This design comes from an exercise in tuning for small area on the open sky130 flow, not from production work. At most, simulation tests tie the RTL to the original design; equivalence was not proved. Power figures rest on the tool's default switching activity, not on a simulated workload.

==> flow/design.v <==
module fs_comp (
    input  wire        clk,
    input  wire        rst,
    input  wire        start,
    input  wire        restart,
    input  wire [15:0] d_hold,
    input  wire [15:0] s,
    input  wire [15:0] p,
    input  wire [1:0]  form,
    input  wire [5:0]  eb,
    input  wire [5:0]  ea,
    input  wire [23:0] mb0,
    input  wire [23:0] mb1,
    input  wire [23:0] mb2,
    input  wire [23:0] mb3,
    input  wire [23:0] ma1,
    input  wire [23:0] ma2,
    input  wire [23:0] ma3,
    input  wire [15:0] drv_lo,
    input  wire [15:0] drv_hi,
    input  wire [15:0] fe_lim,
    input  wire [15:0] fe_time,
    output wire        ready,
    output reg         done,
    output wire [15:0] d,
    output wire [31:0] v,
    output reg         sat,
    output reg         fe_over,
    output reg         fe_fault,
    output reg  [15:0] fe_timer,
    output reg  [31:0] sat_cnt
);
    localparam [2:0] S_CLR = 3'd0, S_IDLE = 3'd1, S_AF = 3'd2, S_PARK = 3'd3,
                     S_BF = 3'd4, S_COMB = 3'd5, S_INT = 3'd6, S_INS = 3'd7;
    reg [2:0] state;
    reg [2:0] slot;
    reg [6:0] cnt;
    reg signed [6:0] ja, jb;
    reg [27:0] A;
    reg [31:0] vk;
    reg [16:0] e1, e2, e3;
    reg [31:0] v1, v2, v3;
    reg bor, rc, lt, gt, ovf, below;
    reg ld;                      
    reg ekq;                     
    reg [4:0] ph;
    reg iw;                      
    wire insa = (state == S_INS) && !iw;
    reg gtf, gef;                
    reg scc, scall, scfull;      
    reg tc, tall, tfull, tge;    
    assign ready = (state == S_IDLE);
    assign v     = v1;
    assign d     = {~A[27], A[26:12]};
    wire three = (form == 2'd2);
    wire signed [6:0] nb = 7'sd38 - $signed({1'b0, eb});
    wire signed [6:0] na = 7'sd46 - $signed({1'b0, ea});
    wire nb_pos = (eb < 6'd38);
    wire na_pos = (ea < 6'd46);
    wire signed [6:0] ja_i = ja + 7'sd1;
    wire signed [6:0] jb_i = jb + 7'sd1;
    wire ja_end = (ja_i == na);
    wire jb_end = (jb_i == nb);
    wire inB = (jb[6:5] == 2'b00) && (!jb[4] || jb[3:0] == 4'd0);
    wire inA = (ja[6:5] == 2'b00);
    wire actB = ((state == S_BF) || (state == S_INT)) && inB;
    wire actA = ((state == S_AF) || (state == S_INT)) && inA;
    wire rnd  = ((state == S_AF) && ja_end) || ((state == S_BF) && jb_end);
    reg [2:0] eff;
    always @* begin
        if (actB && slot <= 3'd3)
            eff = slot;
        else if (actA && slot <= 3'd6)
            eff = (slot < 3'd4) ? 3'd4 : slot;
        else
            eff = 3'd7;
    end
    wire more = (actB && eff <= 3'd2) || (actA && eff <= 3'd5) || (rnd && eff <= 3'd6);
    wire colst = (state == S_AF) || (state == S_PARK) || (state == S_BF) || (state == S_INT);
    wire cend = colst && !more;
    wire s_b = s[jb[3:0]];
    wire p_b = p[jb[3:0]];
    wire ekbit = jb[4] ? bor : (s_b ^ p_b ^ bor);
    wire       linv = (cnt >= 7'd23);
    wire [3:0] lidx = linv ? 4'd15 : (cnt[3:0] ^ 4'd8);
    wire rbit = ld & (cnt >= 7'd8) & (d_hold[lidx] ^ linv);
    wire lo_b = drv_lo[lidx] ^ linv;
    wire hi_b = drv_hi[lidx] ^ linv;
    reg [23:0] msel;
    reg        tbit;
    always @* begin
        case (eff)
            3'd0: begin msel = mb1; tbit = e1[0]; end
            3'd1: begin msel = mb2; tbit = e2[0]; end
            3'd2: begin msel = mb3; tbit = e3[0] & three; end
            3'd3: begin msel = mb0; tbit = ekq; end
            3'd4: begin msel = ma1; tbit = v1[0]; end
            3'd5: begin msel = ma2; tbit = v2[0]; end
            3'd6: begin msel = ma3; tbit = v3[0] & three; end
            default: begin msel = 24'd0; tbit = 1'b0; end
        endcase
    end
    reg        neg;
    reg [27:0] opnd;
    always @* begin
        if (state == S_COMB) begin
            neg  = 1'b1;
            opnd = vk[27:0];
        end else begin
            if (eff <= 3'd3)
                neg = jb[4];
            else if (eff <= 3'd6)
                neg = (state == S_INT) ^ (ja[4:0] == 5'd31);
            else
                neg = 1'b0;
            opnd = tbit ? {{4{msel[23]}}, msel} : 28'd0;
        end
    end
    wire        cin = neg | (rnd && eff == 3'd7);
    wire [27:0] addb = opnd ^ {28{neg}};
    wire [28:0] cy;
    wire [27:0] sum;
    assign cy[0] = cin;
    genvar gi;
    generate
        for (gi = 0; gi < 16; gi = gi + 1) begin : g_add
            assign sum[gi]    = A[gi] ^ addb[gi] ^ cy[gi];
            assign cy[gi + 1] = (A[gi] & addb[gi]) | (cy[gi] & (A[gi] ^ addb[gi]));
        end
    endgenerate
    assign sum[27:16] = A[27:16] + addb[27:16] + {11'd0, cy[16]};
    wire        emit = sum[0];
    wire fl_b  = fe_lim[jb[3:0]];
    wire ft_b  = fe_time[cnt[3:0]];
    wire tcur  = ~restart & fe_timer[0];
    wire tnb   = fe_over & ((~restart & tfull) | (tcur ^ tc));
    wire tge_n = (tnb ^ ft_b) ? tnb : tge;
    wire insd  = insa && (cnt >= 7'd8) && (cnt <= 7'd23);
    wire inst  = insa && cnt[4];     
    wire scb   = sat_cnt[0] ^ scc;
    wire vfin = sat ? ((cnt < 7'd8) ? 1'b0 : (below ? lo_b : hi_b)) : vk[0];
    wire ovf_n = ovf | (emit ^ vk[31]);
    wire q     = emit ^ rc;
    always @(posedge clk) begin
        if (state == S_CLR) begin
            e1 <= {1'b0, e1[16:1]}; e2 <= {1'b0, e2[16:1]}; e3 <= {1'b0, e3[16:1]};
            v1 <= {rbit, v1[31:1]}; v2 <= {rbit, v2[31:1]}; v3 <= {rbit, v3[31:1]};
        end else begin
            if (cend && actB) begin
                e1 <= {ekbit, e1[16:1]};
                e2 <= {e1[0], e2[16:1]};
                e3 <= {e2[0], e3[16:1]};
            end
            if (cend && actA) begin
                v1 <= {1'b0, v1[31:1]};
                v2 <= {v1[0], v2[31:1]};
                v3 <= {v2[0], v3[31:1]};
            end
            if (insa)
                v1 <= {vfin, v1[31:1]};
        end
        ekq <= ekbit;
        ph <= ph + 5'd1;
        if (state == S_CLR && !ld) begin
            sat_cnt  <= {1'b0, sat_cnt[31:1]};
            fe_timer <= {1'b0, fe_timer[15:1]};
        end else begin
            sat_cnt  <= {insa ? scb : sat_cnt[0], sat_cnt[31:1]};
            fe_timer <= {inst ? tnb : fe_timer[0], fe_timer[15:1]};
        end
        if (insa) begin
            scc     <= sat_cnt[0] & scc;
            scall   <= scall & scb;
            if (cnt == 7'd31)
                scfull <= scall & scb;
            if (cnt == 7'd7)
                rc <= vfin;
            if (insd)
                rc       <= vfin & rc;
            if (inst) begin
                tc       <= tcur & tc;
                tall     <= tall & tnb;
                tge      <= tge_n;
                if (cnt == 7'd31) begin
                    tfull    <= tall & tnb;
                    fe_fault <= (~restart & fe_fault) | tge_n;
                end
            end
        end
        if (cend && actB) begin
            if (jb[4])
                fe_over <= ekbit ? gef : gtf;
            else if (ekbit ^ fl_b)
                gtf <= ekbit;
            else
                gef <= ~ekbit;
        end
        if ((state == S_PARK) || insa ||
            ((state == S_INT) && cend && cnt <= 7'd31))
            vk <= {emit, vk[31:1]};
        if ((state == S_IDLE && start) || (state == S_PARK && cnt == 7'd31))
            A <= 28'd0;
        else if (cend)
            A <= {sum[27], sum[27:1]};
        else if (insd)
            A <= {vfin ^ rc, A[27:1]};
        else
            A <= sum;
        slot <= (colst && more) ? eff + 3'd1 : 3'd0;
        if (cend && actB && !jb[4])
            bor <= (~s_b & p_b) | (~(s_b ^ p_b) & bor);
        if (rst) begin
            state    <= S_CLR;
            ld       <= 1'b0;
            ph       <= 5'd0;
            cnt      <= 7'd0;
            done     <= 1'b0;
            fe_fault <= 1'b0;
            scfull   <= 1'b0;
            tfull    <= 1'b0;
        end else begin
            done <= 1'b0;
            case (state)
                S_CLR: begin
                    cnt <= cnt + 7'd1;
                    if (cnt == 7'd31) begin
                        cnt <= 7'd0;
                        ld  <= 1'b0;
                        if (!ld)
                            state <= S_IDLE;
                        else if (na_pos)
                            state <= S_AF;
                        else if (nb_pos)
                            state <= S_BF;
                        else begin
                            state <= S_INT;
                            ja <= na;
                            jb <= nb;
                        end
                    end
                end
                S_IDLE: begin
                    ja  <= 7'sd0;
                    jb  <= 7'sd0;
                    bor <= 1'b0;
                    cnt <= 7'd0;
                    ovf <= 1'b0;
                    lt  <= 1'b0;
                    gt  <= 1'b0;
                    gtf <= 1'b0;
                    gef <= 1'b1;
                    if (start) begin
                        if (restart) begin
                            state <= S_CLR;
                            ld    <= 1'b1;
                        end else if (na_pos)
                            state <= S_AF;
                        else if (nb_pos)
                            state <= S_BF;
                        else begin
                            state <= S_INT;
                            ja <= na;
                            jb <= nb;
                        end
                    end
                end
                S_AF: if (cend) begin
                    if (ja_end)
                        state <= S_PARK;
                    else
                        ja <= ja_i;
                end
                S_PARK: begin
                    cnt <= cnt + 7'd1;
                    if (cnt == 7'd31) begin
                        cnt <= 7'd0;
                        state <= nb_pos ? S_BF : S_COMB;
                    end
                end
                S_BF: if (cend) begin
                    if (jb_end) begin
                        if (na_pos)
                            state <= S_COMB;
                        else begin
                            state <= S_INT;
                            ja <= na;
                            jb <= nb;
                        end
                    end else
                        jb <= jb_i;
                end
                S_COMB: begin
                    state <= S_INT;
                    ja <= na;
                    jb <= nb;
                end
                S_INT: if (cend) begin
                    cnt <= cnt + 7'd1;
                    ja  <= ja_i;
                    jb  <= jb_i;
                    if (cnt == 7'd7)
                        rc <= emit;
                    else if (cnt >= 7'd8 && cnt <= 7'd32) begin
                        rc <= emit & rc;
                        if (cnt == 7'd32) begin
                            if (q ^ lo_b) lt <= q;
                            if (q ^ hi_b) gt <= hi_b;
                        end else begin
                            if (q ^ lo_b) lt <= lo_b;
                            if (q ^ hi_b) gt <= q;
                        end
                    end
                    if (cnt >= 7'd32)
                        ovf <= ovf_n;
                    if (cnt == 7'd79) begin
                        cnt   <= 7'd0;
                        state <= S_INS;
                        iw    <= 1'b1;
                        below <= ovf_n ? emit : lt;
                        sat   <= ovf_n ? 1'b1 : (lt | gt);
                        scc   <= (ovf_n | lt | gt) & ~scfull;
                        scall <= 1'b1;
                        tc    <= 1'b1;
                        tall  <= 1'b1;
                        tge   <= 1'b1;
                    end
                end
                S_INS: if (iw) begin
                    if (ph == 5'd31)
                        iw <= 1'b0;
                end else begin
                    cnt <= cnt + 7'd1;
                    if (cnt == 7'd31) begin
                        state    <= S_IDLE;
                        done     <= 1'b1;
                    end
                end
                default: state <= S_CLR;
            endcase
        end
    end
endmodule
export LEC_CHECK = 0
export CAP_MARGIN = 20
export CORE_MARGIN = 2
export CORE_UTILIZATION = 60
export CTS_BUF_LIST = sky130_fd_sc_hd__clkbuf_8
export CTS_CLUSTER_DIAMETER = 70
export CTS_CLUSTER_SIZE = 16
export PLACE_DENSITY = 0.75
export SLEW_MARGIN = 20
create_clock -name core_clock -period 15.0 [get_ports {clk}]
standard.sh (not shown) runs the stock make flow with config.mk's settings and CLKGATE_MAP_FILE= SYNTH_SCRIPT=/design/flow/synth_recipe.tcl, a recipe that flattens the netlist after the stock synthesis.
==> flow/flow/run.sh <==
#!/bin/bash
# Standard ORFS layout, but with the port buffers made from the smallest
# buffer cell instead of the default choice.
set -euo pipefail
bash standard.sh "BUFFER_PORTS_ARGS=-buffer_cell sky130_fd_sc_hd__buf_1" finish > orfs_make.log 2>&1
Rerun with:
--- a/flow/design.v
+++ b/flow/design.v
@@ -43,9 +43,6 @@
     reg bor, rc, lt, gt, ovf, below;
     reg ld;                      
     reg ekq;                     
-    reg [4:0] ph;
-    reg iw;                      
-    wire insa = (state == S_INS) && !iw;
     reg gtf, gef;                
     reg scc, scall, scfull;      
     reg tc, tall, tfull, tge;    
@@ -131,12 +128,11 @@
     assign sum[27:16] = A[27:16] + addb[27:16] + {11'd0, cy[16]};
     wire        emit = sum[0];
     wire fl_b  = fe_lim[jb[3:0]];
-    wire ft_b  = fe_time[cnt[3:0]];
+    wire ft_b  = fe_time[lidx];
     wire tcur  = ~restart & fe_timer[0];
     wire tnb   = fe_over & ((~restart & tfull) | (tcur ^ tc));
     wire tge_n = (tnb ^ ft_b) ? tnb : tge;
-    wire insd  = insa && (cnt >= 7'd8) && (cnt <= 7'd23);
-    wire inst  = insa && cnt[4];     
+    wire insd  = (state == S_INS) && (cnt >= 7'd8) && (cnt <= 7'd23);
     wire scb   = sat_cnt[0] ^ scc;
     wire vfin = sat ? ((cnt < 7'd8) ? 1'b0 : (below ? lo_b : hi_b)) : vk[0];
     wire ovf_n = ovf | (emit ^ vk[31]);
@@ -156,32 +152,29 @@
                 v2 <= {v1[0], v2[31:1]};
                 v3 <= {v2[0], v3[31:1]};
             end
-            if (insa)
+            if (state == S_INS)
                 v1 <= {vfin, v1[31:1]};
         end
         ekq <= ekbit;
-        ph <= ph + 5'd1;
         if (state == S_CLR && !ld) begin
             sat_cnt  <= {1'b0, sat_cnt[31:1]};
             fe_timer <= {1'b0, fe_timer[15:1]};
-        end else begin
-            sat_cnt  <= {insa ? scb : sat_cnt[0], sat_cnt[31:1]};
-            fe_timer <= {inst ? tnb : fe_timer[0], fe_timer[15:1]};
         end
-        if (insa) begin
+        if (state == S_INS) begin
+            sat_cnt <= {scb, sat_cnt[31:1]};
             scc     <= sat_cnt[0] & scc;
             scall   <= scall & scb;
             if (cnt == 7'd31)
                 scfull <= scall & scb;
             if (cnt == 7'd7)
                 rc <= vfin;
-            if (insd)
+            if (insd) begin
                 rc       <= vfin & rc;
-            if (inst) begin
+                fe_timer <= {tnb, fe_timer[15:1]};
                 tc       <= tcur & tc;
                 tall     <= tall & tnb;
                 tge      <= tge_n;
-                if (cnt == 7'd31) begin
+                if (cnt == 7'd23) begin
                     tfull    <= tall & tnb;
                     fe_fault <= (~restart & fe_fault) | tge_n;
                 end
@@ -195,7 +188,7 @@
             else
                 gef <= ~ekbit;
         end
-        if ((state == S_PARK) || insa ||
+        if ((state == S_PARK) || (state == S_INS) ||
             ((state == S_INT) && cend && cnt <= 7'd31))
             vk <= {emit, vk[31:1]};
         if ((state == S_IDLE && start) || (state == S_PARK && cnt == 7'd31))
@@ -212,7 +205,6 @@
         if (rst) begin
             state    <= S_CLR;
             ld       <= 1'b0;
-            ph       <= 5'd0;
             cnt      <= 7'd0;
             done     <= 1'b0;
             fe_fault <= 1'b0;
@@ -315,7 +307,6 @@
                     if (cnt == 7'd79) begin
                         cnt   <= 7'd0;
                         state <= S_INS;
-                        iw    <= 1'b1;
                         below <= ovf_n ? emit : lt;
                         sat   <= ovf_n ? 1'b1 : (lt | gt);
                         scc   <= (ovf_n | lt | gt) & ~scfull;
@@ -325,10 +316,7 @@
                         tge   <= 1'b1;
                     end
                 end
-                S_INS: if (iw) begin
-                    if (ph == 5'd31)
-                        iw <= 1'b0;
-                end else begin
+                S_INS: begin
                     cnt <= cnt + 7'd1;
                     if (cnt == 7'd31) begin
                         state    <= S_IDLE;
What happened: The new run finished with timing, DRC and antenna clean. Die area went up slightly. Clock-buffer cell count went up by 2. Total power went down slightly. Routed wire length went up by roughly a tenth. Core utilization went down by 0.61 points. Worst hold slack gets better by 0.050 ns. Global-route usage went up by 2.8 points. Final area went up slightly.
Function not checked in the second run of this note: the RTL went through the layout flow alone.

## afterwards: timing with drivers on the ports
The results above use ideal ports. As a check the final layouts listed here were re-extracted and re-timed, cells and wires unchanged.
Step 1 sets driving cells, clkbuf_16 on the clock port and buf_2 on the other inputs (assumed; they add their load-dependent delay and slew).
Step 2 times the ports against the registers' clock, not the clock port: input delays grow and output delays shrink by t, the midpoint of the rising clock arrivals with the driver on.
Three values: ideal, step 1, step 2; two values: the first two.
run	t (ns)	setup WS [ns]	hold WS [ns]	latest minus earliest clock arrival (ns)
the first run	0.592	2.328 / 2.328 / 1.947	0.352 / 0.352 / 0.352	0.020 / 0.020
the second run	0.600	2.379 / 2.379 / 2.366	0.403 / 0.403 / 0.403	0.031 / 0.030
After both steps setup and hold are still met in every run listed. The setup slack of the first run, which loses most, moves by 0.000 ns with the drivers and by -0.381 ns with both steps.
